This is an optimization exercise on Yosys and OpenROAD, whose aim is a short achievable clock period and few clock cycles, not a production implementation.
The RTL was checked by simulation tests, not by an equivalence proof against the original design.
No activity file was given, so power comes from the tool's default toggle rates.

==> inputs of build 91 <==
// re_core
module re_core (
    input  wire        clk,
    input  wire        rst,
    input  wire        dztrap,
    output wire        imem_req,
    output wire [15:0] imem_addr,
    input  wire        imem_ack,
    input  wire        imem_err,
    input  wire [15:0] imem_rdata,
    output reg         dmem_req,
    output reg         dmem_we,
    output reg  [15:0] dmem_addr,
    output reg  [15:0] dmem_wdata,
    input  wire        dmem_ack,
    input  wire        dmem_err,
    input  wire [15:0] dmem_rdata,
    output reg         sys_req,
    output reg  [3:0]  sys_op,
    output reg  [15:0] sys_a,
    output reg  [15:0] sys_b,
    output reg  [15:0] sys_c,
    input  wire        sys_ack,
    input  wire [15:0] sys_r0,
    input  wire [15:0] sys_r1,
    output reg         exc_valid,
    output reg  [2:0]  exc_code,
    output reg  [15:0] exc_pc,
    output reg  [7:0]  exc_info,
    output reg         faulted
);
export LEC_CHECK = 0
export CAP_MARGIN = 20
export CORE_MARGIN = 2
export CORE_UTILIZATION = 40
export PLACE_DENSITY = 0.6
export SLEW_MARGIN = 20
create_clock -name core_clock -period 12.0 [get_ports {clk}]
standard.sh (not shown) runs the stock make flow with config.mk's settings and CLKGATE_MAP_FILE= SYNTH_SCRIPT=/design/flow/synth_recipe.tcl, a recipe that flattens the netlist after the stock synthesis.
==> flow/flow/run.sh <==
#!/bin/bash
set -o pipefail
bash standard.sh SETUP_SLACK_MARGIN=7.5 SKIP_LAST_GASP=1 SKIP_GATE_CLONING=1 \
    SLEW_MARGIN=35 CAP_MARGIN=35 \
    "BUFFER_PORTS_ARGS=-buffer_cell sky130_fd_sc_hd__buf_4" finish > standard_flow.log 2>&1
==> inputs of trial 95, as changes to build 91 <==
==> flow/flow/run.sh (replaced) <==
#!/bin/bash
set -o pipefail
bash standard.sh SETUP_SLACK_MARGIN=7.5 SKIP_LAST_GASP=1 \
    "BUFFER_PORTS_ARGS=-buffer_cell sky130_fd_sc_hd__buf_4" finish > standard_flow.log 2>&1
==> inputs of trial 35, as changes to build 91 <==
--- a/flow/design.v
+++ b/flow/design.v
@@ -389,13 +389,10 @@
     wire [16:0] e_sum = {1'b0, x2_a} + {1'b0, e_y} + {16'd0, x2_sub};
     wire [15:0] e_res = e_sum[15:0];
     wire        e_c   = x2_sub ? !e_sum[16] : e_sum[16];
     wire        e_v   = (x2_a[15] == e_y[15]) && (e_res[15] != x2_a[15]);
     wire [15:0] e_addv = (x2_sat && e_v) ? (x2_a[15] ? 16'h8000 : 16'h7FFF) : e_res;
-    wire [15:0] e_zp  = x2_a ^ e_y;
-    wire [15:0] e_zk  = {x2_a[14:0] | e_y[14:0], x2_sub};
-    wire        e_zf  = (e_zp == e_zk);
     reg [15:0] e_log;
     always @(*) begin
         case (x2_lf)
             2'd0: e_log = x2_a & x2_b;
             2'd1: e_log = x2_a | x2_b;
@@ -536,14 +533,15 @@
     always @(*) begin
         flags_b = flags;
         if (x2_v) begin
             case (x2_k)
                 K_ADD: begin
-                    flags_b[FN] = e_res[15];
-                    flags_b[FZ] = e_zf;
+                    flags_b[FN] = e_addv[15];
+                    flags_b[FZ] = (e_addv == 16'h0000);
                     flags_b[FC] = e_c;
                     flags_b[FV] = e_v;
+                    if (x2_sat && e_v) flags_b[FS] = 1'b1;
                 end
                 K_LOG: begin
                     flags_b[FN] = e_log[15];
                     flags_b[FZ] = (e_log == 16'h0000);
                 end
@@ -685,11 +683,11 @@
     wire        rdirc_n  = exp_w2_n ? w2_jmp_n : l_rdir_n;
     wire        lc_n     = !f_out_n && cur_v_n && !cur_bus_n && (cur_ph_n || !l_hit_n);
     wire        dvt_nd   = dv_trap && !exc;
     wire [15:0] cvec_n   = conds(flags_n);
     wire [15:0] cvec_b   = conds(flags_b);
-    wire        x2_mulu  = x2_v && (((x2_k == K_MUL) && x2_mu) || ((x2_k == K_ADD) && x2_sat));
+    wire        x2_mulu  = x2_v && (x2_k == K_MUL) && x2_mu;
     wire [1:0]  brdy_s, jrdy_s, rrdy_s, hold_s, req_s, bsel_s;
     wire [31:0] fpc_s, base_s;
     genvar F;
     generate
         for (F = 0; F < 2; F = F + 1) begin : shn
==> flow/flow/run.sh (replaced) <==
#!/bin/bash
set -o pipefail
bash standard.sh SETUP_SLACK_MARGIN=7 SKIP_LAST_GASP=1 \
    "BUFFER_PORTS_ARGS=-buffer_cell sky130_fd_sc_hd__buf_4" finish > standard_flow.log 2>&1
==> results.txt <==
item                                                                                   trial 95                       trial 35        build 91
Status                                                                 finished with violations       finished with violations  finished clean
Violated checks                                                   capacitance limit, slew limit  capacitance limit, slew limit               -
Area grow syn2layout                                                                      19.0%                          13.4%           18.4%
Clock network area share                                                                  4.88%                          5.13%           4.90%
Count of nets after finishing                                                             19206                          19235           19132
Switching Share                                                                           44.9%                          46.4%           45.3%
Floorplan die area                                                                   0.523 mm^2                     0.525 mm^2      0.523 mm^2
Met3 Resource Use GR                                                                      10.5%                          9.48%           9.72%
Share of the core filled with cells                                                       47.7%                          45.5%           47.5%
Top achievable clock speed                                                              204 MHz                        195 MHz         199 MHz
Core region area                                                                     0.516 mm^2                     0.517 mm^2      0.516 mm^2
Worst-case setup slack after placement                                                  4.88 ns                        5.17 ns         5.18 ns
Met2 wirelength from detailed routing                                                    389 mm                         391 mm          386 mm
Critical-path maximum fanout                                                                 19                             11               5
Tmin final                                                                              4.89 ns                        5.14 ns         5.02 ns
Worst voltage drop across the vdd grid                                                   487 uV                         704 uV          519 uV
Inserted Clock Buffers                                                                      369                            371             372
Number of standard cells after synthesis                                                  17846                          18384           17846
Footprint of the multi-input gates                                                   0.111 mm^2                     0.107 mm^2      0.111 mm^2
Cell type with the highest occurrence count on the critical path                        xnor2_1                         mux4_2          buf_12
Non-Clock Inverter Count                                                                    672                            645             671
First-pass iteration count of the detailed router                                            10                              7              14
Netlist Area Pre-Place                                                               0.207 mm^2                     0.208 mm^2      0.207 mm^2
Share of cell area taken by flip-flops and latches                                        38.8%                          40.6%           39.0%
Non-filler cells in the finished layout                                                   25611                          25647           25524
Skew-Pair Late Insertion Delay                                                          1.11 ns                        1.06 ns         1.08 ns
Adder and majority gate portion of the synthesized area                                   5.38%                          5.29%           5.38%
Area share of and/or/nand/nor cells after synthesis                                       10.1%                          11.5%           10.1%
Testbench counts of build 91, summed over its fixed seeds: cycles 52,097.
Testbench counts of trial 95, summed over its fixed seeds: cycles 52,097.
Testbench counts of trial 35, summed over its fixed seeds: cycles 52,067.

* * *

==> inputs of build 49 <==
re_core, a different RTL version from the one above (not shown whole).
==> flow/design.v (excerpt) <==
module re_core (
    input  wire        clk,
    input  wire        rst,
    input  wire        dztrap,
    output wire        imem_req,
    output wire [15:0] imem_addr,
    input  wire        imem_ack,
    input  wire        imem_err,
    input  wire [15:0] imem_rdata,
    output reg         dmem_req,
    output reg         dmem_we,
    output reg  [15:0] dmem_addr,
    output reg  [15:0] dmem_wdata,
    input  wire        dmem_ack,
    input  wire        dmem_err,
    input  wire [15:0] dmem_rdata,
    output reg         sys_req,
    output reg  [3:0]  sys_op,
    output reg  [15:0] sys_a,
    output reg  [15:0] sys_b,
    output reg  [15:0] sys_c,
    input  wire        sys_ack,
    input  wire [15:0] sys_r0,
    input  wire [15:0] sys_r1,
    output reg         exc_valid,
    output reg  [2:0]  exc_code,
    output reg  [15:0] exc_pc,
    output reg  [7:0]  exc_info,
    output reg         faulted
);
Settings: LEC_CHECK=0, CAP_MARGIN=20, CORE_MARGIN=2, CORE_UTILIZATION=40, PLACE_DENSITY=0.6, SETUP_SLACK_MARGIN=5, SLEW_MARGIN=20; clock period 12.0 ns.
run.sh (not shown) runs the stock make flow with config.mk's settings and CLKGATE_MAP_FILE= SYNTH_SCRIPT=/design/flow/synth_recipe.tcl, a recipe that flattens the netlist after the stock synthesis.
Stock flow here: none of the scripts above is used.
==> trial 87 (differences from build 49) <==
==> flow/flow/run.sh (new file) <==
#!/bin/bash
set -o pipefail
bash standard.sh SETUP_SLACK_MARGIN=6.5 SKIP_INCREMENTAL_REPAIR=1 SKIP_LAST_GASP=1 finish > standard_flow.log 2>&1
==> flow/standard.sh (new file) <==
#!/bin/bash
# synth_recipe.tcl (not shown) runs the flow's synth.tcl, then flattens the netlist and writes it again
# the make line also repeats each setting of config.mk as NAME=value (left out here)
make -C /OpenROAD-flow-scripts/flow DESIGN_CONFIG=/design/flow/config.mk WORK_HOME=/design/flow/orfs CLKGATE_MAP_FILE= SYNTH_SCRIPT=/design/flow/synth_recipe.tcl "${@:-finish}"
- SETUP_SLACK_MARGIN: 5 -> default
removed: flow/run.sh
==> results.txt <==
The tool flagged a number of max-cap violations equal to 4. The number of max-slew violations in the final report is 11. The number of diodes added for antenna fixing is 48. The total setup buffers inserted after CTS came out at 79. The first TritonRoute pass finished after 11 iterations. In this run, the number of DRC markers left after iteration 0 of detailed routing was between 20000 and 25000. The run finished, with violations left.

The post-placement cell count came out at between 20000 and 25000. The checks that failed were capacitance limit, slew limit. The number of antenna violations at the first check in global routing came out at 64. The worst endpoint required time came out at 12.63 ns.
-- figures above: trial 87

==> results.txt <==
The worst endpoint required time came out at between 10 and 15 ns. The multi-input gate area in the final layout is slightly above 100000 um2. The number of diodes added for antenna fixing came out at 34. The total setup buffers inserted after CTS is 2. Routability-driven placement finished with a final weighted congestion of ~1. The post-placement cell count came out at approximately 23000. The critical path is of the in -> reg type. The post-synthesis cell type count is between 100 and 150. The run finished with no timing, DRC or antenna violations. The number of antenna violations at the first check in global routing came out at 44.

The count of vias placed by the detailed router is approximately 160k. The number of DRC markers in iteration 0 is 25300. The number of max-slew violations in the final report is 0. The global-route track usage on met1 came out at 0.409. The total length of routed met3 wires came out at between 100000 and 150000 um. The max-capacitance violation count is 0.

The average instance area after synthesis is between 10 and 15 um2. The number of non-filler instances in the completed layout is roughly 24000. The power in combinational cells came out at about 45000 uW. The clock transition at the registers of the reported paths came out at 0.06 ns. The detailed-routing iteration count for the pre-antenna-repair pass is 9.

The worst hold path terminates at dmem_addr[11].
-- figures above: build 49

Testbench counts of build 49, summed over its fixed seeds: cycles 52,365.
Testbench counts of trial 87, summed over its fixed seeds: cycles 52,365.

## afterwards: timing with drivers on the ports
How much do the figures lean on ideal ports? The routed layouts below were timed once more, with nothing changed but the port constraints. Step 1, drivers: a clkbuf_16 drives clk and a buf_2 each remaining input, both assumed. Step 2 times the ports against the registers' clock, not the clock port: input delays grow and output delays shrink by t, the midpoint of the rising clock arrivals with the driver on. Slacks: ideal ports / drivers / drivers and shift; pairs: ideal ports / drivers.
run	t, ns	setup WS [ns]	hold WS [ns]	worst slew at a driven data input, ns
build 91	1.132	6.982 / 6.982 / 6.268	0.420 / 0.420 / 0.420	0.18
trial 95	1.143	7.108 / 7.108 / 6.327	0.420 / 0.420 / 0.420	0.16
trial 35	1.137	6.860 / 6.860 / 5.917	0.420 / 0.420 / 0.420	0.24
build 49	1.159	4.891 / 4.871 / 3.712	0.458 / 0.458 / 0.458	0.27
trial 87	1.141	5.998 / 5.998 / 4.986	0.455 / 0.455 / 0.455	0.35
The setup slack of build 49, which loses most, moves by -0.020 ns with the drivers and by -1.179 ns with both steps.
